What follows belongs to an exercise in optimizing a design on an open flow for small area and few clock cycles per item; a production flow would make more cautious choices. In this exercise RTL edits were held to simulation tests only and were not proved equivalent to the original.

// aes128_core
module aes128_core (
  input  wire         clk,
  input  wire         rst,         
  input  wire         in_valid,
  output wire         in_ready,
  input  wire [127:0] in_key,
  input  wire [127:0] in_block,
  output reg          out_valid,
  input  wire         out_ready,
  output wire [127:0] out_block
);
  reg         busy;
  reg  [3:0]  round;       
  reg [127:0] state;       
  reg [127:0] rkey;        
  wire accept = in_valid && in_ready;
  assign in_ready = !busy && (!out_valid || out_ready);
  reg [7:0] rcon;          
  always @* begin
    case (round)
      4'd2:    rcon = 8'h02;
      4'd3:    rcon = 8'h04;
      4'd4:    rcon = 8'h08;
      4'd5:    rcon = 8'h10;
      4'd6:    rcon = 8'h20;
      4'd7:    rcon = 8'h40;
      4'd8:    rcon = 8'h80;
      4'd9:    rcon = 8'h1b;
      4'd10:   rcon = 8'h36;
      default: rcon = 8'h01;
    endcase
  end
  wire [127:0] k_next;
  aes_key_step u_key (.k_in(busy ? rkey : in_key), .rcon(rcon), .k_out(k_next));
  wire [127:0] s_mixed;
  aes_mix_ark u_mix (
    .a(state), .k(rkey), .s_out(s_mixed), .s_last(out_block)
  );
  wire [127:0] s_next;
  aes_sub_shift u_sub (.s_in(busy ? s_mixed : (in_block ^ in_key)), .s_out(s_next));
  always @(posedge clk) begin
    if (rst) begin
      busy      <= 1'b0;
      round     <= 4'd0;
      out_valid <= 1'b0;
    end else begin
      if (out_valid && out_ready)
        out_valid <= 1'b0;
      if (accept) begin
        busy  <= 1'b1;
        round <= 4'd2;
      end else if (busy) begin
        if (round == 4'd10) begin
          busy      <= 1'b0;
          round     <= 4'd0;
          out_valid <= 1'b1;
        end else begin
          round <= round + 4'd1;
        end
      end
    end
  end
  always @(posedge clk) begin
    if (accept || busy) begin
      state <= s_next;
  ...
export LEC_CHECK = 0
export CAP_MARGIN = 20
export CORE_MARGIN = 2
export CORE_UTILIZATION = 60
export PLACE_DENSITY = 0.7
export SLEW_MARGIN = 20
export SYNTH_HIERARCHICAL = 1
export SYNTH_MINIMUM_KEEP_SIZE = 0
create_clock -name core_clock -period 8.0 [get_ports {clk}]
standard.sh (not shown) runs the stock make flow with config.mk's settings and CLKGATE_MAP_FILE= SYNTH_SCRIPT=/design/flow/synth_recipe.tcl, a recipe that flattens the netlist after the stock synthesis.
==> flow/flow/run.sh <==
#!/bin/bash
# The standard layout, with the port buffers made of buf_1 cells rather than
# the delay-buffer cells that buffer_ports picks on its own, and a clock tree
# of clkbuf_4/clkbuf_8 cells without dummy loads.
set -euo pipefail
bash standard.sh BUFFER_PORTS_ARGS="-buffer_cell sky130_fd_sc_hd__buf_1" \
  CTS_ARGS="-sink_clustering_enable -repair_clock_nets -dont_use_dummy_load -buf_list {sky130_fd_sc_hd__clkbuf_4 sky130_fd_sc_hd__clkbuf_8} -sink_clustering_size 16 -sink_clustering_max_diameter 60" \
  finish > flow_make.log 2>&1
The baseline completed with no timing, DRC or antenna violations.
Testbench counts at the start, summed over its fixed seeds: cycles 19,208, items 1,920.
==> next run, changes <==
==> flow/flow/run.sh (replaced) <==
#!/bin/bash
# The standard layout, with two changes: the port buffers are buf_1 cells
# rather than the delay-buffer cells that buffer_ports picks on its own, and
# after global routing the resizer gives back area on paths with slack
# (ORFS's RECOVER_POWER step).
set -euo pipefail
bash standard.sh BUFFER_PORTS_ARGS="-buffer_cell sky130_fd_sc_hd__buf_1" RECOVER_POWER=100 finish > flow_make.log 2>&1
Outcome: The new run completed and failed the layout checks on capacitance limit, slew limit. Design area is higher by 0.94%. Routed wire length barely changes. Setup slack gets worse by 0.18 ns. Sequential share of layout area is lower by 0.18 points. Flip-flop and latch count stays the same. Synthesized area is unchanged. Register-to-register slack gets worse by 0.18 ns.
==> next run, changes <==
==> flow/flow/run.sh (replaced) <==
#!/bin/bash
# The standard layout, with the port buffers made of buf_1 cells rather than
# the delay-buffer cells that buffer_ports picks on its own, and a clock tree
# without dummy loads.
set -euo pipefail
bash standard.sh BUFFER_PORTS_ARGS="-buffer_cell sky130_fd_sc_hd__buf_1" \
  CTS_ARGS="-sink_clustering_enable -repair_clock_nets -dont_use_dummy_load" \
  finish > flow_make.log 2>&1
Result:
- This time the run produced a clean layout
- design area stays flat
- routed wire length hardly moves
- via count barely changes
- worst setup slack gets better by 0.12 ns
- utilization came out lower by 0.16 points
- cell count shrinks slightly
- non-clock buffer count is unchanged
- sequential share of layout area barely changes
- area after synthesis is unchanged
- global-route usage is about the same
==> next run, changes <==
==> flow/flow/run.sh (replaced) <==
#!/bin/bash
# The standard layout, with the port buffers made of buf_1 cells rather than
# the delay-buffer cells that buffer_ports picks on its own.
set -euo pipefail
bash standard.sh BUFFER_PORTS_ARGS="-buffer_cell sky130_fd_sc_hd__buf_1" finish > flow_make.log 2>&1
What happened:
- worst hold slack barely changes
- design area came out higher slightly
- cell count rose slightly
==> next run, changes <==
- CTS_BUF_LIST: unset -> sky130_fd_sc_hd__clkbuf_4 sky130_fd_sc_hd__clkbuf_8
Outcome:
- final area stays flat
- synthesized area does not change
- non-clock buffer count stays the same
- wire length hardly moves
- via count stays flat
- first-iteration DRC count falls by 8.3%
- setup slack improved by 0.050 ns
- global-route usage rises by 0.21 points

==> afterwards: timing with drivers on the ports <==
How much do the figures lean on ideal ports? The routed layouts below were timed once more, with nothing changed but the port constraints.
Step 1 (the two cells are an assumption about what drives the block):
set clk [get_ports {clk}]
set_driving_cell -lib_cell sky130_fd_sc_hd__clkbuf_16 $clk
set_driving_cell -lib_cell sky130_fd_sc_hd__buf_2 [delete_from_list [all_inputs] $clk]
Step 2 times the ports against the registers' clock, not the clock port: input delays grow and output delays shrink by t, the midpoint of the rising clock arrivals with the driver on.
Three values: ideal, step 1, step 2; two values: the first two.
run | shift t [ns] | setup slack, ns | hold slack, ns | worst setup path at the end
the first run | 0.657 | 0.544 / 0.544 / -0.032 | 0.589 / 0.589 / 0.589 | input to register
the second run | 0.661 | 0.361 / 0.361 / -0.221 | 0.590 / 0.590 / 0.590 | input to register
the third run | 0.655 | 0.482 / 0.482 / -0.105 | 0.590 / 0.590 / 0.590 | input to register
the fourth run | 0.663 | 0.431 / 0.431 / -0.149 | 0.590 / 0.590 / 0.590 | input to register
the fifth run | 0.700 | 0.481 / 0.481 / -0.088 | 0.591 / 0.591 / 0.591 | input to register
For the third run, which loses most, drivers alone change the setup slack by 0.000 ns; drivers and shift together by -0.587 ns.
